Source: an optimization exercise on an open RTL-to-GDS flow (aim: small area, a short achievable clock period and few clock cycles per item). Production flows keep margins and buffers that such runs may drop.
Where RTL was checked, it was by simulation tests only, not by an equivalence proof against the original.
Function not checked in runs 1, 2 and 6: the RTL went through the layout flow alone.
Power and IR drop assume default switching activity.

==> design/flow/design.v <==
module z20_align_add (
    input  wire        clk,
    input  wire        rst,           
    input  wire        in_valid,
    input  wire        in_sub,        
    input  wire [47:0] in_x,          
    input  wire [15:0] in_ex,         
    input  wire [5:0]  in_wx,         
    input  wire [47:0] in_y,
    input  wire [15:0] in_ey,
    input  wire [5:0]  in_wy,
    output reg         out_valid,
    output reg  [47:0] out_z,         
    output reg  [15:0] out_ez,        
    output reg         out_sat        
);
    function [4:0] guard_of(input [5:0] w);
        guard_of = (w >= 6'd47) ? 5'd0 : (w <= 6'd31) ? 5'd16 : (5'd15 - w[4:0]);
    endfunction
    wire [4:0]  gx = guard_of(in_wx);
    wire [4:0]  gy = guard_of(in_wy);
    wire        swap1, dbig1;
    z20_exp_cmp u_cmp (.ex(in_ex), .ey(in_ey), .lt(swap1), .big(dbig1));
    reg         r1_valid;
    reg  [47:0] r1_x, r1_y;
    reg         r1_sub;
    reg         r1_clamp;         
    reg  [15:0] r1_ea;            
    reg  [4:0]  r1_g;             
    reg         r1_swap;          
    reg  [3:0]  r1_d;             
    reg  [7:0]  r1_tx, r1_ty;     
    reg         r1_dbig;          
    always @(posedge clk) begin
        if (rst) r1_valid <= 1'b0;
        else     r1_valid <= in_valid;
        r1_x    <= in_x;
        r1_y    <= in_y;
        r1_sub  <= in_sub;
        r1_clamp <= in_sub & in_y[47] & ~(|in_y[46:0]);
        r1_ea   <= swap1 ? in_ey : in_ex;
        r1_g    <= swap1 ? gy : gx;
        r1_swap <= swap1;
        r1_d    <= swap1 ? in_ey[3:0] - in_ex[3:0] : in_ex[3:0] - in_ey[3:0];
        r1_tx   <= in_ex[7:0] - in_ey[7:0] - {3'd0, gx};
        r1_ty   <= in_ey[7:0] - in_ex[7:0] - {3'd0, gy};
        r1_dbig <= dbig1;
    end
    wire [47:0] yn;
    z20_neg u_neg (.y(r1_y), .sub(r1_sub), .clamp(r1_clamp), .yn(yn));
    wire        swap = r1_swap;
    wire [47:0] a    = swap ? yn : r1_x;                      
    wire [47:0] b    = swap ? r1_x : yn;
    wire [15:0] ea   = r1_ea;
    wire [4:0]  g    = r1_g;
    wire        dbig = r1_dbig;
    wire [7:0]  t    = swap ? r1_ty : r1_tx;
    wire        tneg = t[7] & ~dbig;
    wire [4:0]  shl  = tneg ? {1'b0, r1_d} : g;              
    wire [5:0]  s    = {((t[5] | t[6]) & ~t[7]) | dbig,
                        ((t[4] | t[6]) & ~t[7]) | dbig,
                        t[3:0] & {4{~t[7]}}};
    wire [48:0] a49;
    wire        abig;
    z20_lsh u_lsh (.a(a), .sh(shl), .z(a49), .big(abig));
    wire [47:0] q;
    wire        up;
    z20_rsh_rne u_rsh (.b(b), .s(s), .q(q), .up(up));
    reg         r2_valid;
    reg  [48:0] r2_a;
    reg         r2_abig;
    reg         r2_asgn;
    reg  [47:0] r2_q;
    reg         r2_up;
    reg  [15:0] r2_ea;
    reg  [4:0]  r2_shl;
    reg         r2_clamp;
    always @(posedge clk) begin
        if (rst) r2_valid <= 1'b0;
        else     r2_valid <= r1_valid;
        r2_a     <= a49;
        r2_abig  <= abig;
        r2_asgn  <= a[47];
        r2_q     <= q;
        r2_up    <= up;
        r2_ea    <= ea;
        r2_shl   <= shl;
        r2_clamp <= r1_clamp;
    end
    wire [47:0] z;
    wire        ovf;
    z20_sum_sat u_sum (.a(r2_a), .big(r2_abig), .asgn(r2_asgn), .q(r2_q), .cin(r2_up),
                       .z(z), .ovf(ovf));
    always @(posedge clk) begin
        if (rst) out_valid <= 1'b0;
        else     out_valid <= r2_valid;
        out_z   <= z;
        out_ez  <= r2_ea - {11'd0, r2_shl};
        out_sat <= ovf | r2_clamp;
    end
endmodule
module z20_exp_cmp (
    input  wire [15:0] ex,
    input  wire [15:0] ey,
    output wire        lt,
    output wire        big
);
    wire [15:0] ua = {~ex[15], ex[14:0]};
    wire [15:0] ub = {~ey[15], ey[14:0]};
    reg  [15:0] l, e;
    integer i, k;
    always @(*) begin
        l = ~ua & ub;
        e = ~(ua ^ ub);
        for (k = 1; k < 16; k = k * 2)
            for (i = 0; i < 16; i = i + 2*k) begin
                l[i] = l[i+k] | (e[i+k] & l[i]);
                e[i] = e[i+k] & e[i];
            end
    end
    assign lt = l[0];
    wire [9:0]  hx = ua[15:6];
    wire [9:0]  hy = ub[15:6];
    reg  [9:0]  px, py;
    always @(*) begin
        px[0] = 1'b1;
        py[0] = 1'b1;
        for (i = 1; i < 10; i = i + 1) begin
            px[i] = px[i-1] & hx[i-1];
            py[i] = py[i-1] & hy[i-1];
        end
    end
    wire        e0  = (hx == hy);
    wire        exy = ((hx ^ hy) == py) & ~(&hy);           
    wire        eyx = ((hx ^ hy) == px) & ~(&hx);           
    assign big = ~(e0 | exy | eyx);
endmodule
module z20_neg (
    input  wire [47:0] y,
    input  wire        sub,
    input  wire        clamp,
    output wire [47:0] yn
);
    reg  [47:0] nz;
    integer i;
    always @(*) begin
        nz[0] = 1'b0;
        for (i = 1; i < 48; i = i + 1) nz[i] = nz[i-1] | y[i-1];
    end
    assign yn = y ^ (({48{sub}} & nz) | {48{clamp}});
endmodule
module z20_lsh (
    input  wire [47:0] a,
    input  wire [4:0]  sh,
    output wire [48:0] z,
    output reg         big
);
    reg  [48:0] v;
    always @(*) begin
        v = {a[47], a};
        if (sh[0]) v = {v[47:0], 1'd0};
        if (sh[1]) v = {v[46:0], 2'd0};
        if (sh[2]) v = {v[44:0], 4'd0};
        if (sh[3]) v = {v[40:0], 8'd0};
        if (sh[4]) v = {a[32:0], 16'd0};
    end
    assign z = v;
    integer k;
    always @(*) begin
        big = 1'b0;
        for (k = 1; k < 16; k = k + 1)
            if (k < sh && (a[47] ^ a[47-k])) big = 1'b1;
    end
endmodule
module z20_rsh_rne (
    input  wire [47:0] b,
    input  wire [5:0]  s,
    output wire [47:0] q,
    output wire        up
);
    reg  [48:0] v;       
    reg         sticky;
    always @(*) begin
        v = {b, 1'b0};
        sticky = 1'b0;
        if (s[5]) begin sticky = sticky | (|v[31:0]); v = {{32{v[48]}}, v[48:32]}; end
        if (s[4]) begin sticky = sticky | (|v[15:0]); v = {{16{v[48]}}, v[48:16]}; end
        if (s[3]) begin sticky = sticky | (|v[7:0]);  v = {{8{v[48]}},  v[48:8]};  end
        if (s[2]) begin sticky = sticky | (|v[3:0]);  v = {{4{v[48]}},  v[48:4]};  end
        if (s[1]) begin sticky = sticky | (|v[1:0]);  v = {{2{v[48]}},  v[48:2]};  end
        if (s[0]) begin sticky = sticky | v[0];       v = {v[48], v[48:1]};        end
    end
    assign q  = v[48:1];
    assign up = v[0] & (sticky | v[1]);
endmodule
module z20_sum_sat (
    input  wire [48:0] a,
    input  wire        big,
    input  wire        asgn,
    input  wire [47:0] q,
    input  wire        cin,
    output wire [47:0] z,
    output wire        ovf
);
    localparam N = 50;
    wire [N-1:0] xa = {a[48], a};
    wire [N-1:0] xb = {{2{q[47]}}, q};
    wire [N-1:0] pp = xa ^ xb;
    reg  [N-1:0] gg, gp;
    reg  [N-1:0] c;          
    integer j, l;
    always @(*) begin
        gg = xa & xb;
        gp = pp;
        gg[0] = gg[0] | (pp[0] & cin);
        for (l = 1; l < 64; l = l * 2)
            for (j = N - 1; j >= 0; j = j - 1)
                if (j & l) begin
                    gg[j] = gg[j] | (gp[j] & gg[((j / l) * l) - 1]);
                    gp[j] = gp[j] & gp[((j / l) * l) - 1];
                end
        c = {gg[N-2:0], cin};
    end
    wire [N-1:0] sum = pp ^ c;
    wire         neg = big ? asgn : sum[49];
    assign ovf = big | (sum[49:47] != {3{sum[49]}});
    assign z   = ovf ? {neg, {47{~neg}}} : sum[47:0];
endmodule
==> design/flow/flow/run.sh <==
#!/bin/bash
# Standard ORFS layout (the standard.sh, unchanged synthesis), with:
#  - port buffers of sky130_fd_sc_hd__buf_1 instead of the default choice
#  - timing repair aiming for 12.3 ns of setup slack at the design's period
#  - clock tree: clkbuf_8 buffers, larger sink clusters, no dummy loads
set -euo pipefail
bash standard.sh SETUP_SLACK_MARGIN=12.3 \
  "BUFFER_PORTS_ARGS=-buffer_cell sky130_fd_sc_hd__buf_1" \
  "CTS_ARGS=-sink_clustering_enable -repair_clock_nets -buf_list sky130_fd_sc_hd__clkbuf_8 -sink_clustering_size 16 -sink_clustering_max_diameter 60 -dont_use_dummy_load" \
  finish > make_finish.log 2>&1
==> design/flow/standard.sh <==
#!/bin/bash
# synth_recipe.tcl (not shown) runs the flow's synth.tcl, then flattens the netlist and writes it again
# the make line also repeats each setting of config.mk as NAME=value (left out here)
make -C /OpenROAD-flow-scripts/flow DESIGN_CONFIG=/design/flow/config.mk WORK_HOME=/design/flow/orfs CLKGATE_MAP_FILE= SYNTH_SCRIPT=/design/flow/synth_recipe.tcl "${@:-finish}"
==> design/flow/config.mk <==
export PLATFORM = sky130hd
export DESIGN_NAME = z20_align_add
export DESIGN_NICKNAME = z20_align_add
export VERILOG_FILES = /design/flow/design.v
export SDC_FILE = /design/flow/constraint.sdc
export NUM_CORES = 4
export LEC_CHECK = 0
export CAP_MARGIN = 20
export CORE_MARGIN = 2
export CORE_UTILIZATION = 50
export CTS_BUF_LIST = sky130_fd_sc_hd__clkbuf_8
export SLEW_MARGIN = 20
export SYNTH_HIERARCHICAL = 1
==> design/flow/constraint.sdc <==
create_clock -name core_clock -period 17.0 [get_ports {clk}]
set_input_delay 3.4000 -clock core_clock [delete_from_list [all_inputs] [get_ports {clk}]]
set_output_delay 3.4000 -clock core_clock [all_outputs]
set_load 0.01 [all_outputs]
==> results.cfg, run 1 <==
[clocking]
clk_pin_slew_ns = 0.10
cts_buffers = 30
cts_root_buffer = clkbuf_8
clockBufferDepth = 3
clk_latency_ns = 0.64
htree_num_levels = 1
ctsHoldBuffers = 0
cts_tree = built
cts.sinks = 331

[yosys]
synth_top_area_share_pct = 32.2
yosys-top-cells-count = dfxtp_1, mux2_2, mux2i_1
syn_avg_cell_area_sq_um = 9.50
synth_flop_cell = dfxtp_1
synth.ff_latch_count = 331
async_flop_share_pct = 0
synth.area.top_cells = dfxtp_1, mux2_2, mux2i_1, ha_1, a21oi_1
synth_area_sq_um = 20600
synth_cells = 2167
synth_fp_nets = 2426
synth.most_common_cell = dfxtp_1
post-synth-top-area-cell = dfxtp_1
synth_edf_count = 0
seq_area_frac_synth_pct = 32.2
yosysWarnings = 12
ys_types = 101

[global_route]
gr-total-overflow = 0
antenna_found_initial = 2
grt_pass1_wl_mm = 92.7
grt_max_degree = 80
first_global_vias = 16200
grt_usage_pct = 28.1

[setup_path]
r2r-start = r1_y[25]
crit_path_start_kind = input port
crit_arrival_ns = 5.49
crit_type = in2reg
worst-r2r-setup-slack_ns = 12.54
worstRegToRegCells = 13
critPathLaunch = in_wy[4]
cp-end-kind = flop
crit_required_ns = 17.52
r2r-end = r2_up
cp_max_fo = 4

[drt]
drt_iter0_markers = 1290
routed_wirelength_mm = 61.7
avgRoutedWirePerCell_um = 21.5
dr_total_vias = 16800
drc = 0
firstDrtPassIters = 5
route.antenna.remaining_nets = 0
via_per_inst = 5.85

[floorplan]
initial_core_util_pct = 50.5
die_h_um = 207
row_count = 74
coreArea_sq_um = 40700
die_w_um = 207
dieArea_sq_um = 42800
io-pin-count = 210

[sta]
hold_ws_ns = 0.335
clock_skew_ns = 0.0560
hold_viol_final = 0
max_freq_mhz = 201
tns_ns = 0
worst_slew_pin_slew_ns = 1.03
period_share_pct = 29.2
setup_viol = 0
relSlewSlack_pct = 31.3
slew_violations = 0
rsz0062_at_grt = true
finalCriticalPeriod_ns = 4.97

[status]
status = no timing/DRC/antenna violations

[placed_design]
gp_congestion = 0.940
placed_cells = 2805
place.detailed.hpwl_mm = 48.9
io_buffers = 209

[min_path]
hp-start = r1_ea[6]
hold_class = reg2reg
hold_end = r2_ea[6]
min_path_cells = 0

[power_and_ir_drop]
leakagePower_uw = 0.00922
p_per_area_nw_per_um2 = 126
irDropWorstVdd_mv = 0.0825

[layout]
area_delta_synth_final_pct = 10.7
final_layout_size_suffix_gt1_share_pct = 19.8
final_nets = 2598
layoutNonFillerInstCount = 2871

[job]
drv_cap = 0
metal layers:
layer / GRT usage (%) / wire (um) / vias up
met5: 0 / 0 / -
met4: 10.2 / 2210 / 0
met3: 3.99 / 3340 / 119
met2: 48.0 / 29200 / 519
met1: 36.3 / 27000 / 7991
li1: - / - / 8163
worst max-delay path by stage:
stage,end,slack [ns],cells after the start
4_1_cts,r1_ty[6],12.00,10
5_1_grt,r1_ty[7],11.96,11
3_5_place_dp,r1_ea[7],10.81,10
6_report,r1_ty[7],12.03,11
2_1_floorplan,r1_ty[6],11.52,9
3_3_place_gp,r1_ea[14],10.87,10
Yosys stat by module, one instance, submodules excluded:
| module | cell area (sq um) | times used |
|---|---|---|
| z20_align_add | 9950 | 1 |
| z20_rsh_rne | 3270 | 1 |
| z20_lsh | 3000 | 1 |
| z20_sum_sat | 2560 | 1 |
| z20_neg | 1090 | 1 |
| z20_exp_cmp | 706 | 1 |
layout by cell type, fill, tap and decap left out, types with 12 or more instances in the layout:
master / netlist / layout
o21ai_1: 27 / 34
xnor2_1: 52 / 52
buf_1: 11 / 185
a21oi_1: 136 / 128
mux2i_1: 177 / 177
nor4_1: 35 / 34
a31oi_1: 12 / 12
fa_1: 20 / 16
nand3_1: 31 / 30
o21ai_2: 29 / 33
nand2_1: 121 / 115
o22ai_1: 13 / 13
clkbuf_8: 0 / 30
xor2_1: 67 / 67
o211ai_1: 15 / 15
nand2b_1: 18 / 14
nor2b_1: 26 / 22
nor3_1: 36 / 35
a211oi_1: 24 / 22
mux4_2: 20 / 20
buf_2: 28 / 14
nand4_1: 15 / 15
ha_1: 95 / 80
a21o_1: 27 / 26
o21ai_0: 78 / 67
buf_6: 15 / 13
dfxtp_1: 331 / 330
inv_1: 112 / 104
nor2_1: 129 / 127
buf_4: 7 / 40
mux2_1: 18 / 18
mux2_2: 182 / 180
ha_4: 0 / 14
registers in the layout, indices dropped and copies added, names as in the netlist, 8 cells and up:
signal	flops
r1_ea	16
r1_tx	8
r1_x	48
out_ez	16
r1_y	48
r2_q	48
out_z	48
r2_ea	16
r2_a	49
r1_ty	8
cells by family after synthesis:
kind of cell	Yosys count	share of synthesized area (%)
buf+inv	241	5.52
mux	400	22.0
xor+xnor	119	5.06
compound gates	480	15.8
simple gates	481	11.7
flops	331	32.2
fa+ha+maj	115	7.72
through the flow:
step                area, sq um  utilization, %  total power, uW  setup slack (ns)
global route              22800            55.9             3080             11.96
detailed placement        21800            53.5             2450             10.81
CTS                       22500            55.3             2870             12.00
global placement          21800            53.5             2430             10.87
finish                    22800            55.9             2880             12.03
floorplan                 20900               -             2090             11.52
timing repair:
item,4_1_cts,5_1_grt
setup endpoints to repair,33,49
buffers inserted,25,8
hold endpoints to repair,0,0
gates cloned,0,1
resized for setup,46,33
pin swaps,13,14
area by class of cell:
type                       instances  area, sq um
clock buffer                      30          413
fill                            3765        18000
tap                              532          666
timing repair buffer             262         1340
inverter                         119          455
sequential                       331         6630
multi-input combinational       1595        13300
antenna                            2         5.00
power by group:
group / switching (uW) / leakage [uW] / internal (uW) / total, uW
logic: 859 / 0.00622 / 618 / 1480
registers: 73.0 / 0.00279 / 932 / 1000
clock network: 241 / 0.000216 / 156 / 397
critical path, stage by stage:
cell      delay [ns]
buf_1           0.08
nand2b_4        0.14
or2_2           0.30
fa_2            0.55
inv_1           0.05
ha_1            0.16
o211ai_1        0.17
nand2_1         0.12
a211o_1         0.29
a21oi_2         0.15
xnor2_1         0.08
==> inputs of run 2 (changes only) <==
--- a/design/flow/design.v
+++ b/design/flow/design.v
@@ -28,8 +28,7 @@
     reg  [15:0] r1_ea;            
     reg  [4:0]  r1_g;             
     reg         r1_swap;          
-    reg  [3:0]  r1_d;             
-    reg  [7:0]  r1_tx, r1_ty;     
+    reg  [7:0]  r1_d;             
     reg         r1_dbig;          
     always @(posedge clk) begin
         if (rst) r1_valid <= 1'b0;
@@ -41,9 +40,7 @@
         r1_ea   <= swap1 ? in_ey : in_ex;
         r1_g    <= swap1 ? gy : gx;
         r1_swap <= swap1;
-        r1_d    <= swap1 ? in_ey[3:0] - in_ex[3:0] : in_ex[3:0] - in_ey[3:0];
-        r1_tx   <= in_ex[7:0] - in_ey[7:0] - {3'd0, gx};
-        r1_ty   <= in_ey[7:0] - in_ex[7:0] - {3'd0, gy};
+        r1_d    <= swap1 ? in_ey[7:0] - in_ex[7:0] : in_ex[7:0] - in_ey[7:0];
         r1_dbig <= dbig1;
     end
     wire [47:0] yn;
@@ -54,9 +51,9 @@
     wire [15:0] ea   = r1_ea;
     wire [4:0]  g    = r1_g;
     wire        dbig = r1_dbig;
-    wire [7:0]  t    = swap ? r1_ty : r1_tx;
+    wire [7:0]  t    = r1_d - {3'd0, g};
     wire        tneg = t[7] & ~dbig;
-    wire [4:0]  shl  = tneg ? {1'b0, r1_d} : g;              
+    wire [4:0]  shl  = tneg ? {1'b0, r1_d[3:0]} : g;         
     wire [5:0]  s    = {((t[5] | t[6]) & ~t[7]) | dbig,
                         ((t[4] | t[6]) & ~t[7]) | dbig,
                         t[3:0] & {4{~t[7]}}};
==> design/flow/flow/run.sh (replaced) <==
#!/bin/bash
# Standard ORFS layout (the standard.sh, unchanged synthesis), with:
#  - port buffers of sky130_fd_sc_hd__buf_1 instead of the default choice
#  - timing repair aiming for 12 ns of setup slack at the design's period
#  - clock tree: clkbuf_8 buffers, larger sink clusters, no dummy loads
set -euo pipefail
bash standard.sh SETUP_SLACK_MARGIN=12 \
  "BUFFER_PORTS_ARGS=-buffer_cell sky130_fd_sc_hd__buf_1" \
  "CTS_ARGS=-sink_clustering_enable -repair_clock_nets -buf_list sky130_fd_sc_hd__clkbuf_8 -sink_clustering_size 16 -sink_clustering_max_diameter 60 -dont_use_dummy_load" \
  finish > make_finish.log 2>&1
==> run 2 against run 1 <==
Compared with the run above:
- first-iteration DRC count shrank 9.5%
- clock-buffer cell count down 1
- synthesized cell count shrank 2.9%
- still clean on timing, DRC and antenna
- cell area shrank 4.1%
- highest routed layer is now met5
- worst hold slack worse by 0.0040 ns
- clock power decreased by 4%
- critical path depth up 3
- global-route usage shrank 0.056 points
==> results.cfg, run 2 <==
[sta]
clock_skew_ns = 0.0543
relSlewSlack_pct = 28.7
slew_violations = 0
worst_slew_pin_slew_ns = 1.07
tns_ns = 0
setup_viol = 0
hold_viol_final = 0
period_share_pct = 30.3
rsz0062_at_grt = true
finalCriticalPeriod_ns = 5.16
max_freq_mhz = 194

[placed_design]
place.detailed.hpwl_mm = 47.1
gp_congestion = 0.976
io_buffers = 209
placed_cells = 2739

[power_and_ir_drop]
irDropWorstVdd_mv = 0.0662
leakagePower_uw = 0.00873
p_per_area_nw_per_um2 = 137

[floorplan]
initial_core_util_pct = 50.4
io-pin-count = 210
dieArea_sq_um = 41400
row_count = 73
die_h_um = 203
coreArea_sq_um = 39500
die_w_um = 203

[setup_path]
crit_required_ns = 17.51
crit_path_start_kind = input port
cp-end-kind = flop
crit_arrival_ns = 5.66
cp_max_fo = 4
crit_type = in2reg

[yosys]
synth_top_area_share_pct = 32.1
ys_types = 105
yosys-top-cells-count = dfxtp_1, mux2_2, mux2i_1
synth_fp_nets = 2345
async_flop_share_pct = 0
synth.most_common_cell = dfxtp_1
synth_edf_count = 0
post-synth-top-area-cell = dfxtp_1
synth_area_sq_um = 19900
synth_cells = 2104
yosysWarnings = 12
synth.area.top_cells = dfxtp_1, mux2_2, mux2i_1, ha_1, a21oi_1
seq_area_frac_synth_pct = 32.1
synth_flop_cell = dfxtp_1
synth.ff_latch_count = 319
syn_avg_cell_area_sq_um = 9.45

[clocking]
cts_buffers = 29
cts.sinks = 319
htree_num_levels = 1
clk_pin_slew_ns = 0.07
cts_root_buffer = clkbuf_8
clockBufferDepth = 3
cts_tree = built
ctsHoldBuffers = 0
clk_latency_ns = 0.64

[drt]
drc = 0
dr_total_vias = 16400
route.antenna.remaining_nets = 0
routed_wirelength_mm = 59.8
via_per_inst = 5.88
drt_iter0_markers = 1168
firstDrtPassIters = 6
avgRoutedWirePerCell_um = 21.5

[global_route]
first_global_vias = 15400
grt_usage_pct = 28.1
gr-total-overflow = 0
antenna_found_initial = 3
grt_max_degree = 70
grt_pass1_wl_mm = 90.2

[layout]
layout_commonest_cell = dfxtp_1
most-common-layout-cells = dfxtp_1, buf_1, mux2_2
largest_reg_flops = 49
multi_input_area_sq_um = 12800
top_register = r2_a
final_layout_size_suffix_gt1_share_pct = 18.5
nFillCells = 3706
num_antenna_cells = 0
final_nets = 2502
seq_area_sq_um = 6390
layoutNonFillerInstCount = 2784
area_delta_synth_final_pct = 9.83

[min_path]
hold_class = reg2reg

[job]
drv_cap = 0

[status]
status = no timing/DRC/antenna violations
run 2: cell types whose count changed after synthesis, sizes merged, moves of 6 or more:
cell	before	now
dfxtp	331	319
buf	65	72
nand2b	18	12
clkbuf	57	47
fa	20	11
ha	95	86
inv	115	105
run 2: path summary, 6_finish.rpt:
path	end	start	slack (ns)	depth (start not counted)
setup / recovery	r1_d[6]	in_ex[2]	11.84	14
hold / removal	r2_ea[0]	r1_ea[0]	0.33	0
setup reg to reg	r2_up	r1_y[15]	12.19	13
hold reg to reg	r2_ea[0]	r1_ea[0]	0.33	0
run 2: critical path, cell delays in order:
cell	delay, ns
buf_8	0.10
inv_4	0.04
ha_4	0.20
nand4b_1	0.11
a21oi_1	0.08
a211o_1	0.26
a21o_1	0.22
a21o_4	0.23
buf_12	0.13
mux2i_4	0.18
a221o_1	0.31
a21oi_2	0.16
o21ai_2	0.07
xor2_1	0.17
run 2: kinds of logic (layout without fill, tap and decap cells):
group           count (synthesis)  in the layout  synth area share (%)
simple gates                  475            475                  12.1
flops                         319            319                  32.1
fa+ha+maj                      97             97                  6.52
xor+xnor                      113            113                  4.98
mux                           395            395                  22.5
compound gates                477            477                  16.3
buf+inv                       228            383                  5.50
run 2: repair_timing:
item,in CTS,in global routing
endpoints found under the setup margin,10,13
gates resized for setup,45,31
hold endpoints to repair,0,0
buffers inserted,11,3
gates cloned,2,0
pin swaps,18,14
run 2: through the flow:
stage	hold slack, ns	util [%]	setup slack, ns	power, uW	cell area (sq um)
floorplan	0.310	-	11.60	2160	20000
global placement	0.314	53.2	10.85	2570	21000
detailed placement	0.313	53.2	10.80	2580	21000
CTS	0.329	55.0	11.76	2990	21700
global route	0.335	55.3	11.77	3190	21800
finish	0.331	55.3	11.84	3000	21800
run 2: modules after synthesis, one instance, submodules excluded:
module | cell area (sq um) | flops+latches | cells inside | times used
z20_neg | 1090 | 0 | 172 | 1
z20_sum_sat | 2560 | 0 | 329 | 1
z20_rsh_rne | 3270 | 0 | 428 | 1
z20_align_add | 9250 | 319 | 666 | 1
z20_lsh | 3000 | 0 | 403 | 1
z20_exp_cmp | 706 | 0 | 106 | 1
run 2: area by class of cell:
cell class | instances | area share, %
Multi-Input combinational cell | 1557 | 58.5
Sequential cell | 319 | 29.3
Timing Repair Buffer | 245 | 5.51
Tap cell | 525 | 3.01
Inverter | 109 | 1.93
Clock buffer | 29 | 1.83
run 2: power by group:
group          leakage, uW  internal (uW)  switching [uW]  total, uW
clock network     0.000209            151             231        382
logic              0.00583            671             974       1640
registers          0.00269            898            74.2        972
run 2: per-layer routing:
layer  GRT usage (%)  routed length [um]  up-vias
met2            42.7               25100      635
met1            39.9               28100     7692
met4            9.12                1920        2
met5               0                  12        -
li1                -                   -     7937
met3            5.62                4680      107
==> inputs of run 3 (changes only) <==
--- a/design/flow/design.v
+++ b/design/flow/design.v
@@ -20,12 +20,14 @@
     wire [4:0]  gx = guard_of(in_wx);
     wire [4:0]  gy = guard_of(in_wy);
     wire        swap1, dbig1;
+    wire [8:0]  dxy9 = in_ex[8:0] - in_ey[8:0];
+    wire        dneg = dxy9[8];
     z20_exp_cmp u_cmp (.ex(in_ex), .ey(in_ey), .lt(swap1), .big(dbig1));
     reg         r1_valid;
     reg  [47:0] r1_x, r1_y;
     reg         r1_sub;
     reg         r1_clamp;         
-    reg  [15:0] r1_ea;            
+    reg  [15:0] r1_ex, r1_ey;
     reg  [4:0]  r1_g;             
     reg         r1_swap;          
     reg  [7:0]  r1_d;             
@@ -37,10 +39,11 @@
         r1_y    <= in_y;
         r1_sub  <= in_sub;
         r1_clamp <= in_sub & in_y[47] & ~(|in_y[46:0]);
-        r1_ea   <= swap1 ? in_ey : in_ex;
+        r1_ex   <= in_ex;
+        r1_ey   <= in_ey;
         r1_g    <= swap1 ? gy : gx;
         r1_swap <= swap1;
-        r1_d    <= swap1 ? in_ey[7:0] - in_ex[7:0] : in_ex[7:0] - in_ey[7:0];
+        r1_d    <= dneg ? in_ey[7:0] - in_ex[7:0] : in_ex[7:0] - in_ey[7:0];
         r1_dbig <= dbig1;
     end
     wire [47:0] yn;
@@ -48,7 +51,7 @@
     wire        swap = r1_swap;
     wire [47:0] a    = swap ? yn : r1_x;                      
     wire [47:0] b    = swap ? r1_x : yn;
-    wire [15:0] ea   = r1_ea;
+    wire [15:0] ea   = swap ? r1_ey : r1_ex;
     wire [4:0]  g    = r1_g;
     wire        dbig = r1_dbig;
     wire [7:0]  t    = r1_d - {3'd0, g};
==> run 3 against run 2 <==
Compared with the run above:
- critical path depth fell by 3
- register-to-register slack improved by 0.11 ns
- cell area shrank 0.19%
- largest cell class unchanged
- utilization shrank 0.74 points
==> results.cfg, run 3 <==
[global_route]
grt_usage_pct = 27.3
grt_max_degree = 76
gr-total-overflow = 0
antenna_found_initial = 5
grt_pass1_wl_mm = 89.1
first_global_vias = 15300

[yosys]
post-synth-top-area-cell = dfxtp_1
synth.ff_latch_count = 335
async_flop_share_pct = 0
synth_edf_count = 0
syn_avg_cell_area_sq_um = 9.58
synth.most_common_cell = dfxtp_1
synth.area.top_cells = dfxtp_1, mux2_2, mux2i_1, ha_1, a21oi_1
synth_top_family_by_area = multiplexers
synth-xor-area-share_pct = 4.88
seq_area_frac_synth_pct = 33.1
yosysWarnings = 12
synth_compound_area_share_pct = 15.9
muxShareOfSynthArea_pct = 22.7
synth_fp_nets = 2359
synth_area_sq_um = 20300
synth_cells = 2117
yosys-top-cells-count = dfxtp_1, mux2_2, mux2i_1
synth-adder-area-share_pct = 6.45
synth_top_area_share_pct = 33.1
synth_flop_cell = dfxtp_1
ys_types = 105
synthSimpleGateAreaFrac_pct = 11.7

[layout]
layout_commonest_cell = dfxtp_1
final_layout_size_suffix_gt1_share_pct = 16.3
largest_reg_flops = 49
seq_area_sq_um = 6710
final_nets = 2504
most-common-layout-cells = dfxtp_1, buf_1, mux2_2
top_register = r2_a
nFillCells = 3777
final_core_util_pct = 54.6
area_delta_synth_final_pct = 7.50
multi_input_area_sq_um = 12600

[sta]
setup_viol = 0
clock_skew_ns = 0.0833
max_freq_mhz = 204
timing.final.ws_setup_ns = 12.09
finalCriticalPeriod_ns = 4.91
period_share_pct = 28.9
slew_violations = 0
hold_viol_final = 0
hold_ws_ns = 0.434
relSlewSlack_pct = 36.8
rsz0062_at_grt = false
tns_ns = 0
worst_slew_pin_slew_ns = 0.947

[power_and_ir_drop]
p_sw_uw = 1270
power.combinational.fraction_pct = 53.3
p_total_uw = 3020
irDropWorstVdd_mv = 0.0697
p_seq_share_pct = 33.2
p_per_area_nw_per_um2 = 139
p_int_uw = 1750
netSwitchingFraction_pct = 42.0
clock_power_share_pct = 13.4
leakagePower_uw = 0.00880

[setup_path]
cp-end-kind = flop
r2r-start = r1_g[1]
crit_type = in2reg
worstRegToRegCells = 14
crit_path_start_kind = input port
cp_max_fo = 4
crit_arrival_ns = 5.49
r2r-end = r2_a[48]
crit_required_ns = 17.57
worst-r2r-setup-slack_ns = 12.30

[drt]
avgRoutedWirePerCell_um = 20.9
drt_iter0_markers = 1330
top_layer = met4
drc = 0
met2_length_mm = 24.8
route.antenna.remaining_nets = 0
via_per_inst = 5.84
wl_met1_mm = 27.9
dr_total_vias = 16300
firstDrtPassIters = 5
routed_wirelength_mm = 58.4
dr_wl_met3_mm = 3.97

[placed_design]
gp_congestion = 0.981
io_buffers = 209
place.detailed.hpwl_mm = 46.6
post-place-ws_ns = 11.16

[min_path]
hold_end = r2_ea[0]
min_path_cells = 1
hp-start = r1_ey[0]
hold_class = reg2reg

[clocking]
htree_num_levels = 1
cts_buffers = 31
cts.sinks = 335
clockBufferDepth = 3
cts_root_buffer = clkbuf_8
clk_latency_ns = 0.66
cts_tree = built
clk_pin_slew_ns = 0.09

[floorplan]
row_count = 73
io-pin-count = 210
coreArea_sq_um = 39900
dieArea_sq_um = 42200
die_h_um = 205
initial_core_util_pct = 50.8
die_w_um = 205

[job]
drv_cap = 0

[status]
status = no timing/DRC/antenna violations
-- run 3: power groups by stage --
stage | Sequential (uW) | Clock, uW | Combinational (uW)
3_5_place_dp | 1020 | 0 | 1580
4_1_cts | 1000 | 421 | 1590
6_report | 1000 | 406 | 1610
5_1_grt | 1020 | 449 | 1760
2_1_floorplan | 1010 | 0 | 1180
3_3_place_gp | 1020 | 0 | 1570
-- run 3: critical path, stage by stage --
cell	delay, ns
buf_2	0.16
inv_8	0.04
ha_4	0.15
fa_2	0.36
nand2b_4	0.17
a21oi_4	0.20
o211ai_1	0.15
a32oi_4	0.28
buf_4	0.19
mux2i_1	0.21
xor2_1	0.16
-- run 3: cells by family after synthesis --
logic type / after synthesis
DFF: 335
buffers and inverters: 226
adders and majority gates: 98
muxes: 407
xor gates and xnor gates: 112
AOI/OAI and AO/OA: 470
and+or+nand+nor: 469
-- run 3: through the flow --
step / cell area [sq um] / instances
3_3_place_gp: 21300 / 2751
3_5_place_dp: 21300 / 2751
5_1_grt: 21800 / 2788
2_1_floorplan: 20300 / 2117
4_1_cts: 21700 / 2784
6_report: 21800 / 2788
-- run 3: area by class of cell --
class                           count  share of cell area, %
Multi-Input combinational cell   1556                   57.9
Sequential cell                   335                   30.8
Timing Repair Buffer              230                   4.40
Tap cell                          525                   3.01
Clock buffer                       31                   1.96
Inverter                          108                   1.91
Antenna cell                        3                 0.0344
-- run 3: worst max-delay path by stage --
| stage | slack (ns) | to | start | cells after the start |
|---|---|---|---|---|
| after floorplan | 11.69 | r1_d[4] | in_ex[0] | 9 |
| after global placement | 11.22 | r1_d[4] | in_ex[0] | 10 |
| after detailed placement | 11.16 | r1_d[4] | in_ex[0] | 10 |
| after CTS | 12.01 | r2_a[22] | r1_g[1] | 12 |
| after global routing | 12.01 | r1_g[0] | in_ex[10] | 10 |
| final | 12.09 | r1_d[7] | in_ex[0] | 11 |
-- run 3: Yosys stat by module, one instance, submodules excluded --
module         cells inside  cell area (sq um)  times used  flops+latches
z20_exp_cmp             106                706           1              0
z20_neg                 172               1090           1              0
z20_sum_sat             329               2560           1              0
z20_rsh_rne             428               3270           1              0
z20_align_add           679               9640           1            335
z20_lsh                 403               3000           1              0
-- run 3: routing by layer --
layer  track usage, %  vias up
met5                0        -
met4             8.38        0
met3             3.80       82
met2             41.7      545
met1             39.8     7707
li1                 -     7952
-- run 3: what timing repair did --
item / 4_1_cts / 5_1_grt
hold endpoints to repair: 0 / 0
gates resized for setup: 2 / 13
hold buffers: 0 / 0
setup buffers: 2 / 1
setup endpoints to repair: 18 / 63
pin swaps: 1 / 1
Testbench counts of run 3, summed over its fixed seeds: cycles 3,224, items 3,200.
==> inputs of run 4 (changes only) <==
==> design/flow/flow/run.sh (replaced) <==
#!/bin/bash
# Standard ORFS layout (the standard.sh, unchanged synthesis), with:
#  - port buffers of sky130_fd_sc_hd__buf_1 instead of the default choice
#  - timing repair aiming for 11.7 ns of setup slack at the design's period
#  - clock tree: clkbuf_8 buffers, larger sink clusters, no dummy loads
set -euo pipefail
bash standard.sh SETUP_SLACK_MARGIN=11.7 \
  "BUFFER_PORTS_ARGS=-buffer_cell sky130_fd_sc_hd__buf_1" \
  "CTS_ARGS=-sink_clustering_enable -repair_clock_nets -buf_list sky130_fd_sc_hd__clkbuf_8 -sink_clustering_size 16 -sink_clustering_max_diameter 60 -dont_use_dummy_load" \
  finish > make_finish.log 2>&1
==> run 4 against run 3 <==
Compared with the run above:
- die area unchanged
- non-clock buffer count down 3
- flip-flop and latch count unchanged
- register-to-register slack worse by 0.24 ns
- synthesized cell count unchanged
- largest power group unchanged
- critical endpoint is now r1_d[4]
- still clean
- sequential share of layout area up 0.13 points
- sequential power about the same
- wire length down 0.12%
- utilization down 0.24 points
- maximum frequency down 5.5%
- area after synthesis unchanged
- critical path depth down 1
==> results.cfg, run 4 <==
[status]
status = no timing/DRC/antenna violations

[sta]
timing.final.ws_setup_ns = 11.80
finalCriticalPeriod_ns = 5.20
rsz0062_at_grt = false
clock_skew_ns = 0.0556
period_share_pct = 30.6
tns_ns = 0
slew_violations = 0
hold_ws_ns = 0.439
relSlewSlack_pct = 25.0
hold_viol_final = 0
setup_viol = 0
max_freq_mhz = 192
worst_slew_pin_slew_ns = 1.12

[layout]
area_delta_synth_final_pct = 7.03
multi_input_area_sq_um = 12600
layoutNonFillerInstCount = 2782
most-common-layout-cells = dfxtp_1, buf_1, mux2_2
final_nets = 2500
layout_commonest_cell = dfxtp_1
seq_area_sq_um = 6710
largest_reg_flops = 49
nFillCells = 3699
final_layout_size_suffix_gt1_share_pct = 15.9
top_register = r2_a

[clocking]
ctsHoldBuffers = 0
cts_setup_buffers = 0
htree_num_levels = 1
clk_pin_slew_ns = 0.10
cts_tree = built
cts_root_buffer = clkbuf_8
cts.sinks = 335
clk_latency_ns = 0.63
clockBufferDepth = 3
cts_buffers = 30

[setup_path]
cp_max_fo = 7
cp_cell_sequence = buf_1 > inv_8 > ha_4 > fa_2 > nand2b_4 > a21oi_2 > o211ai_1 > a32oi_4 > mux2_4 > xor2_2
crit_slowest_cell = a32oi_4
path_buf_inv = 2
crit_required_ns = 17.48
max_stage_delay_ns = 0.41
crit_arrival_ns = 5.68
cp-end-kind = flop
path_delay_family = compound AO/OA/AOI/OAI gates
crit_type = in2reg
crit_path_start_kind = input port

[floorplan]
initial_core_util_pct = 50.8
io-pin-count = 210
coreArea_sq_um = 39900
die_h_um = 205
die_w_um = 205
dieArea_sq_um = 42200
row_count = 73

[yosys]
synth_edf_count = 0
yosys-top-cells-count = dfxtp_1, mux2_2, mux2i_1
synth_area_sq_um = 20300
seq_area_frac_synth_pct = 33.1
syn_avg_cell_area_sq_um = 9.58
synth.area.top_cells = dfxtp_1, mux2_2, mux2i_1, ha_1, a21oi_1
yosysWarnings = 12
post-synth-top-area-cell = dfxtp_1
synth_cells = 2117
ys_types = 105
synth_flop_cell = dfxtp_1
synth.most_common_cell = dfxtp_1
async_flop_share_pct = 0
synth_fp_nets = 2359
synth.ff_latch_count = 335
synth_top_area_share_pct = 33.1

[power_and_ir_drop]
netSwitchingFraction_pct = 42.2
p_int_uw = 1750
leakagePower_uw = 0.00874
p_sw_uw = 1270
p_per_area_nw_per_um2 = 139
power.combinational.fraction_pct = 53.6
clock_power_share_pct = 13.2
irDropWorstVdd_mv = 0.0728
p_seq_share_pct = 33.2

[drt]
drc = 0
drt_iter0_markers = 1256
routed_wirelength_mm = 58.3
via_per_inst = 5.87
firstDrtPassIters = 6
dr_total_vias = 16300
route.antenna.remaining_nets = 0
avgRoutedWirePerCell_um = 21.0

[global_route]
gr-total-overflow = 0
grt_max_degree = 69
first_global_vias = 15600
grt_usage_pct = 27.7
grt_pass1_wl_mm = 90.3
antenna_found_initial = 2

[min_path]
hold_class = reg2reg

[placed_design]
placed_cells = 2751
place.detailed.hpwl_mm = 46.5
post-place-ws_ns = 11.17
io_buffers = 209
gp_congestion = 0.957

[job]
drv_cap = 0
## run 4: kinds of logic (layout without fill, tap and decap cells)
family                     count (synthesis)  count (layout)  synth area share, %
AOI/OAI and AO/OA                        470             470                 15.9
and+or+nand+nor                          469             469                 11.7
muxes                                    407             407                 22.7
DFF                                      335             335                 33.1
buffers and inverters                    226             365                 5.36
xor gates and xnor gates                 112             112                 4.88
adders and majority gates                 98              98                 6.45
other                                      0               1                    0
## run 4: per-stage QoR
step,total power [uW],utilization (%),area [sq um]
after floorplan,2190,-,20300
after global placement,2590,53.3,21300
after detailed placement,2610,53.3,21300
after CTS,3020,54.3,21700
after global routing,3230,54.4,21700
final,3020,54.4,21700
## run 4: worst register-to-register path: cells and delay by family, from the launching register on
| kind | cells | cell delay [ns] |
|---|---|---|
| buf+inv | 2 | 0.93 |
| simple gates | 3 | 1.07 |
| compound gates | 3 | 0.68 |
| mux | 2 | 1.42 |
| fa+ha+maj | 1 | 0.27 |
| flops | 1 | 0.38 |
## run 4: timing repair
action	4_1_cts	5_1_grt
resized for setup	0	2
setup endpoints to repair	0	18
hold endpoints to repair	0	0
## run 4: cell type report
| cell class | count | area share, % |
|---|---|---|
| flip-flops and latches | 335 | 30.9 |
| repair buffers | 227 | 4.24 |
| clock buffers | 30 | 1.90 |
| multi-input cells | 1556 | 58.0 |
| well taps | 525 | 3.03 |
| diodes | 1 | 0.0115 |
| inverters | 108 | 1.91 |
## run 4: path summary, 6_finish.rpt
kind              startpoint        to  slack [ns]  cells after the start
setup reg to reg     r1_g[1]  r2_a[40]       12.06                     11
hold / removal      r1_ey[3]  r2_ea[3]        0.44                      1
setup / recovery    in_ex[0]   r1_d[4]       11.80                     10
hold reg to reg     r1_ey[3]  r2_ea[3]        0.44                      1
## run 4: power by group through the flow
stage / combinational, uW / sequential, uW / clock [uW]
4_1_cts: 1600 / 1000 / 418
3_3_place_gp: 1570 / 1020 / 0
2_1_floorplan: 1180 / 1010 / 0
5_1_grt: 1770 / 1010 / 442
6_report: 1620 / 1000 / 398
3_5_place_dp: 1590 / 1020 / 0
## run 4: metal layers
metal  global-route usage, %  wire length [um]  vias to the layer above
met5                       0                 0                        -
met4                    8.17              1870                        0
met3                    3.36              3960                      108
met2                    42.4             24500                      626
met1                    40.6             27900                     7646
li1                        -                 -                     7942
## run 4: Yosys stat by module (local to each module, per instance)
| module | flops+latches | area (sq um) |
|---|---|---|
| z20_lsh | 0 | 3000 |
| z20_exp_cmp | 0 | 706 |
| z20_rsh_rne | 0 | 3270 |
| z20_sum_sat | 0 | 2560 |
| z20_align_add | 335 | 9640 |
| z20_neg | 0 | 1090 |
==> inputs of run 5 (changes only) <==
--- a/design/flow/design.v
+++ b/design/flow/design.v
@@ -20,17 +20,15 @@
     wire [4:0]  gx = guard_of(in_wx);
     wire [4:0]  gy = guard_of(in_wy);
     wire        swap1, dbig1;
-    wire [8:0]  dxy9 = in_ex[8:0] - in_ey[8:0];
-    wire        dneg = dxy9[8];
     z20_exp_cmp u_cmp (.ex(in_ex), .ey(in_ey), .lt(swap1), .big(dbig1));
     reg         r1_valid;
     reg  [47:0] r1_x, r1_y;
     reg         r1_sub;
     reg         r1_clamp;         
     reg  [15:0] r1_ex, r1_ey;
-    reg  [4:0]  r1_g;             
+    reg  [4:0]  r1_gx, r1_gy;
     reg         r1_swap;          
-    reg  [7:0]  r1_d;             
+    reg  [7:0]  r1_dxy, r1_dyx;   
     reg         r1_dbig;          
     always @(posedge clk) begin
         if (rst) r1_valid <= 1'b0;
@@ -41,9 +39,11 @@
         r1_clamp <= in_sub & in_y[47] & ~(|in_y[46:0]);
         r1_ex   <= in_ex;
         r1_ey   <= in_ey;
-        r1_g    <= swap1 ? gy : gx;
+        r1_gx   <= gx;
+        r1_gy   <= gy;
         r1_swap <= swap1;
-        r1_d    <= dneg ? in_ey[7:0] - in_ex[7:0] : in_ex[7:0] - in_ey[7:0];
+        r1_dxy  <= in_ex[7:0] - in_ey[7:0];
+        r1_dyx  <= in_ey[7:0] - in_ex[7:0];
         r1_dbig <= dbig1;
     end
     wire [47:0] yn;
@@ -52,11 +52,12 @@
     wire [47:0] a    = swap ? yn : r1_x;                      
     wire [47:0] b    = swap ? r1_x : yn;
     wire [15:0] ea   = swap ? r1_ey : r1_ex;
-    wire [4:0]  g    = r1_g;
+    wire [4:0]  g    = swap ? r1_gy : r1_gx;
     wire        dbig = r1_dbig;
-    wire [7:0]  t    = r1_d - {3'd0, g};
+    wire [7:0]  d    = swap ? r1_dyx : r1_dxy;
+    wire [7:0]  t    = d - {3'd0, g};
     wire        tneg = t[7] & ~dbig;
-    wire [4:0]  shl  = tneg ? {1'b0, r1_d[3:0]} : g;         
+    wire [4:0]  shl  = tneg ? {1'b0, d[3:0]} : g;            
     wire [5:0]  s    = {((t[5] | t[6]) & ~t[7]) | dbig,
                         ((t[4] | t[6]) & ~t[7]) | dbig,
                         t[3:0] & {4{~t[7]}}};
==> design/flow/flow/run.sh (replaced) <==
#!/bin/bash
# Standard ORFS layout (the standard.sh, unchanged synthesis), with:
#  - port buffers of sky130_fd_sc_hd__buf_1 instead of the default choice
#  - timing repair aiming for 12 ns of setup slack at the design's period
#  - clock tree: clkbuf_8 buffers, larger sink clusters, no dummy loads
set -euo pipefail
bash standard.sh SETUP_SLACK_MARGIN=12 \
  "BUFFER_PORTS_ARGS=-buffer_cell sky130_fd_sc_hd__buf_1" \
  "CTS_ARGS=-sink_clustering_enable -repair_clock_nets -buf_list sky130_fd_sc_hd__clkbuf_8 -sink_clustering_size 16 -sink_clustering_max_diameter 60 -dont_use_dummy_load" \
  finish > make_finish.log 2>&1
==> run 5 against run 4 <==
Compared with the run above:
- critical endpoint is now r2_up
- maximum frequency up 8.6%
- via count grew 3.9%
- still clean on timing, DRC and antenna
- largest power group unchanged
- highest routed layer is now met5
- worst setup slack better by 0.41 ns
- clock power increased by 13%
- worst hold slack worse by 0.016 ns
- largest cell class unchanged
- wire length increased by 11%
- cell area up 2.9%
- final cell count increased by 2.7%
- power is 1.1% higher
- synthesized cell count up 2.6%
- combinational power fell by 4%
==> results.cfg, run 5 <==
[setup_path]
crit_path_start_kind = flop
crit_type = reg2reg
cp_cell_sequence = buf_4 > mux2_2 > ha_1 > nor2b_1 > o31a_1 > or4_1 > a21oi_2 > o21ai_4 > buf_12 > mux2_2 > o21ai_0 > mux2i_1 > mux4_2 > or2_0 > a221oi_2 > nor2_1
cp_max_fo = 29
crit_slowest_cell = or4_1
crit_required_ns = 17.46
max_stage_delay_ns = 0.52
crit_arrival_ns = 5.25
cp-end-kind = flop
cpMostUsedCell = mux2_2

[layout]
final_nets = 2567
final_layout_size_suffix_gt1_share_pct = 16.1
area_delta_synth_final_pct = 7.95
most-common-layout-cells = dfxtp_1, buf_1, mux2_2
fin_area_sq_um = 22300
top_register = r2_a
layout_commonest_cell = dfxtp_1
largest_reg_flops = 49
nFillCells = 3770

[floorplan]
coreArea_sq_um = 40800
die_h_um = 207
die_w_um = 207
initial_core_util_pct = 50.6
dieArea_sq_um = 43000
row_count = 74
io-pin-count = 210

[clocking]
cts.sinks = 347
clk_latency_ns = 0.61
ctsHoldBuffers = 0
cts_tree = built
clockBufferDepth = 3
cts_buffers = 34
cts_root_buffer = clkbuf_8
htree_num_levels = 2
clk_pin_slew_ns = 0.10

[sta]
hold_viol_final = 0
max_freq_mhz = 209
slew_violations = 0
relSlewSlack_pct = 36.6
clock_skew_ns = 0.0673
worst_slew_pin_slew_ns = 0.941
period_share_pct = 28.2
setup_viol = 0
rsz0062_at_grt = false
finalCriticalPeriod_ns = 4.79
tns_ns = 0

[drt]
avgRoutedWirePerCell_um = 22.7
dr_total_vias = 17000
drc = 0
routed_wirelength_mm = 64.7
firstDrtPassIters = 6
drt_iter0_markers = 1397
route.antenna.remaining_nets = 0
via_per_inst = 5.93

[yosys]
synth_edf_count = 0
ys_types = 103
synth.ff_latch_count = 347
synth_flop_cell = dfxtp_1
syn_avg_cell_area_sq_um = 9.52
synth.most_common_cell = dfxtp_1
synth_cells = 2172
synth_fp_nets = 2413
synth.area.top_cells = dfxtp_1, mux2_2, mux2i_1, ha_1, a21oi_1
yosysWarnings = 12
seq_area_frac_synth_pct = 33.6
synth_top_area_share_pct = 33.6
yosys-top-cells-count = dfxtp_1, mux2_2, mux2i_1
post-synth-top-area-cell = dfxtp_1
synth_area_sq_um = 20700
async_flop_share_pct = 0

[placed_design]
io_buffers = 209
place.detailed.hpwl_mm = 50.6
gp_congestion = 0.973
dpl_cell_area_sq_um = 21700

[power_and_ir_drop]
leakagePower_uw = 0.00900
p_sw_uw = 1270
p_int_uw = 1780
p_total_uw = 3050
clock_power_share_pct = 14.7
p_per_area_nw_per_um2 = 137
netSwitchingFraction_pct = 41.7
irDropWorstVdd_mv = 0.0773
power.combinational.fraction_pct = 50.9
p_seq_share_pct = 34.4

[global_route]
gr-total-overflow = 0
antenna_found_initial = 3
grt_usage_pct = 29.3
grt_pass1_wl_mm = 98.5
first_global_vias = 16500
grt_max_degree = 77

[min_path]
hold_class = reg2reg

[job]
drv_cap = 0

[status]
status = no timing/DRC/antenna violations
==> run 5: cell count changes in the layout (fill, tap and decap cells not counted), moves of 4 or more <==
cell	previous run	this run
a21boi_0	3	7
a31oi_1	14	10
buf_4	18	22
clkbuf_8	30	35
dfxtp_1	334	346
inv_1	99	106
nand3_1	29	36
nor2_1	128	142
o22ai_1	17	13
or4_1	4	8
xnor2_1	47	51
xor2_1	64	60
==> run 5: final timing paths <==
| check | from | endpoint | slack, ns | cells past startpoint |
|---|---|---|---|---|
| min | r2_ea[12] | out_ez[12] | 0.42 | 1 |
| min reg2reg | r2_ea[12] | out_ez[12] | 0.42 | 1 |
| max | r1_swap | r2_up | 12.21 | 16 |
| max reg2reg | r1_swap | r2_up | 12.21 | 16 |
==> run 5: layout make-up <==
class	instances	area [sq um]	area share [%]
inverters	113	428	1.92
clock buffers	34	468	2.10
diodes	2	5.00	0.0224
multi-input cells	1593	12800	57.1
repair buffers	237	1050	4.71
well taps	532	666	2.98
flip-flops and latches	347	6950	31.1
==> run 5: per-stage QoR <==
| step | utilization, % | setup slack (ns) | hold slack, ns | instances |
|---|---|---|---|---|
| 3_3_place_gp | 53.1 | 11.20 | 0.412 | 2813 |
| 3_5_place_dp | 53.1 | 11.25 | 0.417 | 2813 |
| 6_report | 54.7 | 12.21 | 0.423 | 2858 |
| 2_1_floorplan | - | 12.10 | 0.329 | 2172 |
| 4_1_cts | 54.4 | 12.01 | 0.424 | 2849 |
| 5_1_grt | 54.7 | 12.04 | 0.448 | 2856 |
==> run 5: power groups by stage <==
stage | registers (uW) | clock network [uW] | logic [uW]
floorplan | 1040 | 0 | 1140
finish | 1050 | 448 | 1550
global route | 1060 | 493 | 1690
detailed placement | 1070 | 0 | 1510
global placement | 1070 | 0 | 1500
CTS | 1050 | 465 | 1530
==> run 5: kinds of logic (layout without fill, tap and decap cells) <==
| family | Yosys count | after routing | synth area share (%) |
|---|---|---|---|
| muxes | 409 | 409 | 22.4 |
| xor gates and xnor gates | 112 | 112 | 4.74 |
| DFF | 347 | 347 | 33.6 |
| buffers and inverters | 232 | 384 | 5.42 |
| other | 0 | 2 | 0 |
| and+or+nand+nor | 501 | 501 | 12.1 |
| AOI/OAI and AO/OA | 474 | 474 | 15.5 |
| adders and majority gates | 97 | 97 | 6.27 |
==> run 5: repair_timing <==
action	4_1_cts	5_1_grt
resized for setup	8	14
endpoints found under the setup margin	93	55
setup buffers	2	6
gates cloned	0	1
==> run 5: Yosys stat by module (local to each module, per instance) <==
module	copies in the design	flops+latches	cell area, sq um
z20_neg	1	0	1090
z20_align_add	1	347	10000
z20_sum_sat	1	0	2560
z20_lsh	1	0	3000
z20_rsh_rne	1	0	3270
z20_exp_cmp	1	0	706
==> run 5: worst max-delay path, delay by kind of cell, from the launching register on <==
family	cells	cell delay [ns]
multiplexers	4	1.33
AND/OR/NAND/NOR	4	1.06
AO/OA/AOI/OAI	5	1.06
flip-flops	1	0.48
buffers and inverters	2	0.36
adder cells (fa/ha/maj)	1	0.35
==> run 5: layer usage <==
| layer | vias up | GRT usage, % | share of wire, % |
|---|---|---|---|
| met3 | 142 | 4.57 | 5.9 |
| met1 | 8036 | 38.5 | 44 |
| met2 | 629 | 47.7 | 46 |
| li1 | 8147 | - | - |
| met5 | - | 0 | 0.017 |
| met4 | 2 | 12.7 | 4.2 |
Testbench counts of run 5, summed over its fixed seeds: cycles 3,224, items 3,200.
==> inputs of run 6 (changes only) <==
--- a/design/flow/design.v
+++ b/design/flow/design.v
@@ -55,7 +55,9 @@
     wire [4:0]  g    = swap ? r1_gy : r1_gx;
     wire        dbig = r1_dbig;
     wire [7:0]  d    = swap ? r1_dyx : r1_dxy;
-    wire [7:0]  t    = d - {3'd0, g};
+    wire [7:0]  tx   = r1_dxy - {3'd0, r1_gx};
+    wire [7:0]  ty   = r1_dyx - {3'd0, r1_gy};
+    wire [7:0]  t    = swap ? ty : tx;                       
     wire        tneg = t[7] & ~dbig;
     wire [4:0]  shl  = tneg ? {1'b0, d[3:0]} : g;            
     wire [5:0]  s    = {((t[5] | t[6]) & ~t[7]) | dbig,
==> run 6 against run 5 <==
Compared with the run above:
- still clean
- cell area rose by 0.30%
- register-to-register slack lost 0.14 ns
- critical path depth fell by 1
- synthesized cell count up 0.51%
- critical path type unchanged
- critical endpoint is now r2_abig
- largest power group unchanged
- highest routed layer is now met4
==> results.cfg, run 6 <==
[global_route]
grt_max_degree = 78
grt_usage_pct = 27.5
top_usage_layer = met2
antenna_found_initial = 0
met3_usage_pct = 3.55
gr-usage-met2_pct = 43.8
first_global_vias = 16000
gr-total-overflow = 0
grt_pass1_wl_mm = 93.1
globalRouteMet1Util_pct = 38.5

[sta]
timing.final.ws_setup_ns = 12.07
period_share_pct = 29.0
setup_viol = 0
finalCriticalPeriod_ns = 4.93
relSlewSlack_pct = 36.7
worst_slew_pin_slew_ns = 0.949
hold_viol_final = 0
max_freq_mhz = 203
clock_skew_ns = 0.0906
tns_ns = 0
rsz0062_at_grt = true
slew_violations = 0

[power_and_ir_drop]
power.combinational.fraction_pct = 50.7
p_sw_uw = 1240
p_int_uw = 1770
p_seq_share_pct = 34.5
irDropWorstVdd_mv = 0.0713
p_per_area_nw_per_um2 = 134
clock_power_share_pct = 14.8
leakagePower_uw = 0.00901
netSwitchingFraction_pct = 41.2

[yosys]
synth_edf_count = 0
post-synth-top-area-cell = dfxtp_1
muxShareOfSynthArea_pct = 21.9
synth_fp_nets = 2430
synth.ff_latch_count = 347
syn_avg_cell_area_sq_um = 9.54
synth_area_sq_um = 20800
synth.area.top_cells = dfxtp_1, mux2_2, mux2i_1, ha_1, a21oi_1
synth-adder-area-share_pct = 6.62
synth_top_area_share_pct = 33.3
synth_compound_area_share_pct = 16.0
synth-xor-area-share_pct = 4.96
yosysWarnings = 12
seq_area_frac_synth_pct = 33.3
async_flop_share_pct = 0
yosys-top-cells-count = dfxtp_1, mux2_2, mux2i_1
synth_cells = 2183
synth_top_family_by_area = multiplexers
synth.most_common_cell = dfxtp_1
synthSimpleGateAreaFrac_pct = 11.6
synth_flop_cell = dfxtp_1
ys_types = 103

[layout]
largest_reg_flops = 49
most-common-layout-cells = dfxtp_1, buf_1, mux2_2
area_delta_synth_final_pct = 7.47
nFillCells = 3836
final_nets = 2579
layout_commonest_cell = dfxtp_1
final_layout_size_suffix_gt1_share_pct = 15.4
top_register = r2_a
num_antenna_cells = 0

[clocking]
clk_pin_slew_ns = 0.10
clk_latency_ns = 0.62
ctsHoldBuffers = 0
htree_num_levels = 2
cts_root_buffer = clkbuf_8
cts_tree = built
clockBufferDepth = 3
cts.sinks = 347
cts_buffers = 34

[floorplan]
io-pin-count = 210
coreArea_sq_um = 41000
row_count = 74
die_h_um = 208
dieArea_sq_um = 43300
die_w_um = 208
initial_core_util_pct = 50.8

[drt]
route.antenna.remaining_nets = 0
avgRoutedWirePerCell_um = 21.4
drt_iter0_markers = 1606
firstDrtPassIters = 6
drc = 0
routed_wirelength_mm = 61.3
dr_total_vias = 17000
via_per_inst = 5.93

[setup_path]
crit_arrival_ns = 5.34
crit_path_start_kind = flop
cp-end-kind = flop
crit_type = reg2reg
crit_required_ns = 17.41
cp_max_fo = 57
worst-r2r-setup-slack_ns = 12.07

[status]
status = no timing/DRC/antenna violations

[placed_design]
gp_congestion = 0.966
post-place-ws_ns = 11.83
io_buffers = 209
place.detailed.hpwl_mm = 47.9

[job]
drv_cap = 0

[min_path]
hold_class = reg2reg
run 6: changes by cell type in the layout (fill, tap and decap cells not counted), moves of 6 or more:
cell     previous run  this run
inv_1             106       117
nand3_1            36        29
xnor2_1            51        60
nor2_1            142       131
o21ai_0            74        80
run 6: per-module statistics from Yosys (local to each module, per instance):
module,cells,flops+latches
z20_neg,172,0
z20_align_add,745,347
z20_rsh_rne,428,0
z20_sum_sat,329,0
z20_exp_cmp,106,0
z20_lsh,403,0
run 6: cell type report:
| class | instances | area [sq um] | share of cell area (%) |
|---|---|---|---|
| clock buffer | 34 | 468 | 2.09 |
| timing repair buffer | 234 | 1010 | 4.51 |
| inverter | 124 | 468 | 2.09 |
| tap | 532 | 666 | 2.97 |
| sequential | 347 | 6950 | 31.0 |
| multi-input combinational | 1591 | 12800 | 57.3 |
run 6: critical path, stage by stage, from the launching register on:
cell and delay [ns]:
dfxtp_1 0.40, inv_1 0.06, ha_1 0.28, nor2b_1 0.14, o31ai_1 0.46, a21boi_0 0.25
and3_1 0.28, nor4_4 0.35, buf_4 0.17, mux4_2 0.49, buf_4 0.34, nor2_2 0.47
nand3_1 0.20, a211oi_1 0.32, a311oi_1 0.08, or3_1 0.38
run 6: worst paths after layout:
kind         cells past startpoint         end       from
max                             15     r2_abig   r1_gy[1]
min                              1  out_ez[15]  r2_ea[15]
max reg2reg                     15     r2_abig   r1_gy[1]
min reg2reg                      1  out_ez[15]  r2_ea[15]
run 6: stage by stage:
step / cell area [sq um] / power, uW / hold slack [ns] / instances / utilization, %
2_1_floorplan: 20800 / 2160 / 0.329 / 2183 / -
3_3_place_gp: 21800 / 2530 / 0.421 / 2824 / 53.2
3_5_place_dp: 21800 / 2550 / 0.431 / 2824 / 53.2
4_1_cts: 22300 / 3000 / 0.390 / 2858 / 54.4
5_1_grt: 22400 / 3210 / 0.410 / 2862 / 54.6
6_report: 22400 / 3000 / 0.399 / 2862 / 54.6
run 6: cell families (layout without fill, tap and decap cells):
family | count (synthesis) | count (layout)
AND/OR/NAND/NOR | 480 | 480
adder cells (fa/ha/maj) | 103 | 103
AO/OA/AOI/OAI | 490 | 490
XOR/XNOR | 118 | 118
flip-flops | 347 | 347
multiplexers | 400 | 400
buffers and inverters | 245 | 392
run 6: power groups by stage:
stage / registers, uW / clock network [uW] / logic, uW
floorplan: 1040 / 0 / 1130
detailed placement: 1060 / 0 / 1490
CTS: 1040 / 460 / 1500
finish: 1040 / 444 / 1520
global route: 1050 / 488 / 1670
global placement: 1060 / 0 / 1470
run 6: routing by layer:
layer | routed length, um | share of wire, %
met1 | 28000 | 46
met2 | 27400 | 45
met3 | 4150 | 6.8
met4 | 1750 | 2.9
met5 | 0 | 0
run 6: what timing repair did:
| item | CTS | global route |
|---|---|---|
| setup buffers | 0 | 4 |
| pin swaps | 0 | 1 |
| resized for setup | 2 | 9 |
| gates cloned | 0 | 0 |
| setup endpoints to repair | 2 | 28 |
==> inputs of run 7 (changes only) <==
--- a/design/flow/design.v
+++ b/design/flow/design.v
@@ -55,9 +55,7 @@
     wire [4:0]  g    = swap ? r1_gy : r1_gx;
     wire        dbig = r1_dbig;
     wire [7:0]  d    = swap ? r1_dyx : r1_dxy;
-    wire [7:0]  tx   = r1_dxy - {3'd0, r1_gx};
-    wire [7:0]  ty   = r1_dyx - {3'd0, r1_gy};
-    wire [7:0]  t    = swap ? ty : tx;                       
+    wire [7:0]  t    = d - {3'd0, g};
     wire        tneg = t[7] & ~dbig;
     wire [4:0]  shl  = tneg ? {1'b0, d[3:0]} : g;            
     wire [5:0]  s    = {((t[5] | t[6]) & ~t[7]) | dbig,
==> design/flow/flow/run.sh (replaced) <==
#!/bin/bash
# Standard ORFS layout (the standard.sh, unchanged synthesis), with:
#  - port buffers of sky130_fd_sc_hd__buf_1 instead of the default choice
#  - timing repair aiming for 12.8 ns of setup slack at the design's period
#  - clock tree: clkbuf_8 buffers, larger sink clusters, no dummy loads
set -euo pipefail
bash standard.sh SETUP_SLACK_MARGIN=12.8 \
  "BUFFER_PORTS_ARGS=-buffer_cell sky130_fd_sc_hd__buf_1" \
  "CTS_ARGS=-sink_clustering_enable -repair_clock_nets -buf_list sky130_fd_sc_hd__clkbuf_8 -sink_clustering_size 16 -sink_clustering_max_diameter 60 -dont_use_dummy_load" \
  finish > make_finish.log 2>&1
==> run 7 against run 6 <==
Compared with the run above:
- sequential power is essentially flat
- global-route usage grew 1.5 points
- cell area grew 9.0%
- critical path type is now reg2out
- critical endpoint is now out_ez[13]
- largest cell class unchanged
==> results.cfg, run 7 <==
[floorplan]
io-pin-count = 210
row_count = 74
die_h_um = 207
die_w_um = 207
coreArea_sq_um = 40800
initial_core_util_pct = 50.6
dieArea_sq_um = 43000

[power_and_ir_drop]
p_per_area_nw_per_um2 = 131
clock_power_share_pct = 13.9
p_int_uw = 1900
leakagePower_uw = 0.00989
netSwitchingFraction_pct = 40.8
p_sw_uw = 1310
irDropWorstVdd_mv = 0.0804
p_seq_share_pct = 32.6
power.combinational.fraction_pct = 53.5

[setup_path]
crit_arrival_ns = 1.08
crit_type = reg2out
r2r-start = r1_swap
cp_max_fo = 1
critPathLaunch = out_ez[13]
crit_required_ns = 13.60
max_stage_delay_ns = 0.33
cp-end-kind = output pin
path_delay_family = flip-flops
crit_slowest_cell = dfxtp_1
path_buf_inv = 1
cp_cell_sequence = buf_2
crit_path_start_kind = flop

[yosys]
syn_avg_cell_area_sq_um = 9.52
synth.ff_latch_count = 347
synth_cells = 2172
synth_fp_nets = 2413
synth_flop_cell = dfxtp_1
post-synth-top-area-cell = dfxtp_1
ys_types = 103
synth.most_common_cell = dfxtp_1
async_flop_share_pct = 0
synth_area_sq_um = 20700
synth_top_area_share_pct = 33.6
synth_edf_count = 0
yosysWarnings = 12
yosys-top-cells-count = dfxtp_1, mux2_2, mux2i_1
seq_area_frac_synth_pct = 33.6
synth.area.top_cells = dfxtp_1, mux2_2, mux2i_1, ha_1, a21oi_1

[sta]
tns_ns = 0
max_freq_mhz = 223
rsz0062_at_grt = true
slew_violations = 0
finalCriticalPeriod_ns = 4.48
period_share_pct = 26.4
relSlewSlack_pct = 38.6
timing.final.ws_setup_ns = 12.52
clock_skew_ns = 0.0837
hold_viol_final = 0
worst_slew_pin_slew_ns = 0.921
setup_viol = 0

[drt]
route.antenna.remaining_nets = 0
routed_wirelength_mm = 65.0
firstDrtPassIters = 5
drc = 0
via_per_inst = 5.94
avgRoutedWirePerCell_um = 22.1
drt_iter0_markers = 1410
dr_total_vias = 17500

[layout]
area_delta_synth_final_pct = 18.0
top_register = r2_a
largest_reg_flops = 49
fin_area_sq_um = 24400
seq_area_sq_um = 6980
nFillCells = 3593
most-common-layout-cells = dfxtp_1, mux2_2, mux2i_1
multi_input_area_sq_um = 13600
final_nets = 2646
layout_commonest_cell = dfxtp_1
final_layout_size_suffix_gt1_share_pct = 29.3

[placed_design]
io_buffers = 209
dpl_cell_area_sq_um = 22000
place.detailed.hpwl_mm = 48.7
post-place-ws_ns = 11.39
gp_congestion = 1.02

[min_path]
hp-start = r2_valid
hold_class = reg2reg

[clocking]
cts_tree = built
clockBufferDepth = 3
htree_num_levels = 2
cts_buffers = 34
clk_latency_ns = 0.63
cts.sinks = 347
cts_root_buffer = clkbuf_8
ctsHoldBuffers = 0
clk_pin_slew_ns = 0.10

[job]
drv_cap = 0

[global_route]
gr-total-overflow = 0
antenna_found_initial = 5
grt_max_degree = 81
grt_usage_pct = 29.0
grt_pass1_wl_mm = 97.4
first_global_vias = 16900

[status]
status = no timing/DRC/antenna violations
[run 7: area by class of cell]
cell class | count | share of cell area [%]
inverter | 113 | 2.08
timing repair inverter | 1 | 0.0205
antenna | 2 | 0.0205
multi-input combinational | 1594 | 55.9
timing repair buffer | 314 | 8.76
clock buffer | 34 | 1.92
tap | 532 | 2.73
sequential | 347 | 28.6
[run 7: path summary, 6_finish.rpt]
kind / end / slack (ns) / cells past startpoint
max: out_ez[13] / 12.52 / 1
min reg2reg: out_valid / 0.45 / 1
max reg2reg: r2_up / 12.57 / 17
min: out_valid / 0.45 / 1
[run 7: kinds of logic (layout without fill, tap and decap cells)]
kind of cell | count (synthesis) | after routing | synth area share [%]
fa+ha+maj | 97 | 97 | 6.27
buf+inv | 232 | 462 | 5.42
other cells | 0 | 2 | 0
mux | 409 | 410 | 22.4
xor+xnor | 112 | 112 | 4.74
compound gates | 474 | 474 | 15.5
simple gates | 501 | 501 | 12.1
flops | 347 | 347 | 33.6
[run 7: stage by stage]
step	instances	total power [uW]	utilization, %	hold WS [ns]
2_1_floorplan	2172	2190	-	0.329
3_3_place_gp	2814	2550	53.8	0.419
3_5_place_dp	2815	2570	53.9	0.433
4_1_cts	2887	3090	57.4	0.453
5_1_grt	2935	3410	59.8	0.472
6_report	2937	3210	59.8	0.451
[run 7: per-module statistics from Yosys (local to each module, per instance)]
module | times used | flops+latches
z20_align_add | 1 | 347
z20_rsh_rne | 1 | 0
z20_lsh | 1 | 0
z20_sum_sat | 1 | 0
z20_neg | 1 | 0
z20_exp_cmp | 1 | 0
[run 7: power by group through the flow]
stage | clock network [uW] | logic [uW] | registers [uW]
2_1_floorplan | 0 | 1160 | 1040
3_3_place_gp | 0 | 1490 | 1060
3_5_place_dp | 0 | 1510 | 1060
4_1_cts | 463 | 1590 | 1040
5_1_grt | 489 | 1860 | 1060
6_report | 446 | 1720 | 1050
[run 7: layer usage]
metal,up-vias,track usage (%),wire (um)
met2,676,47.3,29600
met4,4,13.3,3400
met3,185,4.96,4400
met5,-,0,27
met1,8256,37.4,27600
li1,8333,-,-
[run 7: what timing repair did]
item / 4_1_cts / 5_1_grt
cloned: 3 / 5
gates resized for setup: 200 / 157
pin swaps: 29 / 24
setup buffers: 35 / 43
setup endpoints to repair: 211 / 161
Testbench counts of run 7, summed over its fixed seeds: cycles 3,224, items 3,200.

==> static timing again, ports no longer ideal <==
In the flow no input, the clock included, has a driving cell. The finished layouts below were timed again as built, in two steps.
Step 1, drivers: a clkbuf_16 drives clk and a buf_2 each remaining input, both assumed.
Step 2 times the ports against the registers' clock, not the clock port: input delays grow and output delays shrink by t, the midpoint of the rising clock arrivals with the driver on.
a / b / c = no drivers / after step 1 / after step 2; a / b = the first two.
run | t (ns) | setup WS [ns]
run 1 | 0.663 | 12.030 / 12.062 / 11.399
run 2 | 0.664 | 11.844 / 11.852 / 11.188
run 3 | 0.674 | 12.088 / 12.119 / 11.445
run 4 | 0.651 | 11.800 / 11.829 / 11.178
run 5 | 0.637 | 12.210 / 12.210 / 11.610
run 6 | 0.628 | 12.075 / 12.075 / 11.774
run 7 | 0.644 | 12.516 / 12.464 / 11.983
After both steps setup and hold are still met in every run listed.
